This design comes from an exercise in tuning for small area, a short achievable clock period and few clock cycles on the open sky130 flow, not from production work.
The RTL was checked by simulation tests, not by an equivalence proof against the original design.

== harbor ==
==> flow/design.v (excerpt) <==
module ce_exec (
    input  wire        clk,
    input  wire        rst,
    input  wire        in_valid,
    input  wire [31:0] in_instr,
    output wire        in_ready,
    output reg         wb_valid,
    output reg  [3:0]  wb_reg,
    output reg  [23:0] wb_data
);
Size: ~7900 cells after synthesis, ~920 flip-flops, ~65 I/O pins.
==> flow/config.mk <==
export PLATFORM = sky130hd
export DESIGN_NAME = ce_exec
export DESIGN_NICKNAME = ce_exec
export VERILOG_FILES = /design/flow/design.v
export SDC_FILE = /design/flow/constraint.sdc
export NUM_CORES = 4
export LEC_CHECK = 0
export ABC_AREA = 1
export CAP_MARGIN = 40
export CORE_MARGIN = 2
export CORE_UTILIZATION = 40
export PLACE_DENSITY = 0.6
export SLEW_MARGIN = 65
==> flow/constraint.sdc <==
create_clock -name core_clock -period 16.0 [get_ports {clk}]
set_input_delay 3.2000 -clock core_clock [delete_from_list [all_inputs] [get_ports {clk}]]
set_output_delay 3.2000 -clock core_clock [all_outputs]
set_load 0.01 [all_outputs]
run.sh (not shown) runs the stock make flow with config.mk's settings and CLKGATE_MAP_FILE= SYNTH_SCRIPT=/design/flow/synth_recipe.tcl, a recipe that flattens the netlist after the stock synthesis.
harbor went all the way through synthesis, placement and routing and the layout is clean on timing, DRC and antenna.
Testbench counts of harbor, summed over its fixed seeds: cycles 33,847.
What ember does differently from harbor at the input level:
--- a/flow/config.mk
+++ b/flow/config.mk
@@ -12,2 +12,2 @@
 export PLACE_DENSITY = 0.6
-export SLEW_MARGIN = 65
+export SLEW_MARGIN = 30
--- outcome ---
- ember vs harbor, capturing element of the worst setup path: acc[0][42] vs aovf[3]
- NOTE: critical path depth in ember falls short of that of harbor
- Per the comparison of ember with harbor, final design area excluding fillers decreased about 0.8%; smallest setup slack after layout decreased 920 ps; sequential share of layout area increased 0.23 points.

========
== build 80 ==
Starting RTL as in the previous note.
// ce_exec
module ce_exec (
    input  wire        clk,
    input  wire        rst,
    input  wire        in_valid,
    input  wire [31:0] in_instr,
    output wire        in_ready,
    output reg         wb_valid,
    output reg  [3:0]  wb_reg,
    output reg  [23:0] wb_data
);
export LEC_CHECK = 0
export ABC_AREA = 1
export CAP_MARGIN = 40
export CORE_MARGIN = 2
export CORE_UTILIZATION = 40
export PLACE_DENSITY = 0.6
export SLEW_MARGIN = 70
create_clock -name core_clock -period 16.0 [get_ports {clk}]
Build 80 | stages: all done | timing, DRC, antenna: all pass
Testbench counts of build 80, summed over its fixed seeds: cycles 33,847.
> inputs changed (build 80 -> build 66)
Settings: a change of SLEW_MARGIN from 70 to 60.
==> comparison <==
Compared with build 80, number of clock buffers inserted by TritonCTS in build 66 decreased slightly. Build 80 → build 66: worst-case setup margin in the final layout decreased by 0.49 ns relative to the old numbers, area used by multi-input combinational logic decreased 2.0%, area overhead of the layout relative to synthesis has decreased.
What build 68 does differently from build 66 at the input level:
Settings: CAP_MARGIN changed from 40 to 80; SLEW_MARGIN changed from 60 to 80.
[summary]
Post-placement cell count: build 68 > build 66
Build 68 vs build 66, maximum frequency went up by 9.6%.
Build 66 was routed with fewer vias than build 68.
Relative to build 66, sequential share of cell area decreased by 2.9 points in build 68.
From build 66 to build 68 the numbers moved as follows: met1 demand-to-capacity share in global routing climbed 0.65 points; met3 demand-to-capacity share in global routing climbed 0.16 points; final clock period utilization by the worst path dropped 4.3 points.
Edits applied to the flow inputs when going from build 68 to build 24:
Settings: CAP_MARGIN changed from 80 to 40; SLEW_MARGIN changed from 80 to 75.
Findings:
The run showing the greater global-route usage is build 68. There was hardly any difference in total core area between build 68 and build 24. Minimum hold slack ends up higher on build 24. Sort build 68 and build 24 by cell area after layout asc -> top: build 24. Looking at sequential share of layout area, build 24 sits 1.7 points above build 68. Per the comparison of build 24 with build 68, setup slack went up; CTS H-tree depth did not really move.

-- port drivers added, routing unchanged --
Ports are ideal in the flow. The routed layouts listed here were re-timed in OpenROAD.
Step 1 (the two cells are an assumption about what drives the block):
set clk [get_ports {clk}]
set_driving_cell -lib_cell sky130_fd_sc_hd__clkbuf_16 $clk
set_driving_cell -lib_cell sky130_fd_sc_hd__buf_2 [delete_from_list [all_inputs] $clk]
Step 2 also shifts input and output timing later by t, the mid clock arrival at the registers, as if the neighbouring blocks saw the same clock.
Slacks: ideal / step 1 / step 2; pairs: ideal / step 1.
run | t (ns) | slack for setup (ns) | worst setup path at the end
harbor | 0.832 | 8.366 / 8.366 / 8.366 | register to register
ember | 0.840 | 7.444 / 7.444 / 7.444 | register to register
build 80 | 0.840 | 8.700 / 8.700 / 8.700 | register to register
build 66 | 0.847 | 8.213 / 8.213 / 8.213 | register to register
build 68 | 0.827 | 8.896 / 8.896 / 8.896 | register to register
build 24 | 0.834 | 9.040 / 9.040 / 9.040 | register to register
After both steps setup and hold are still met in every run listed.
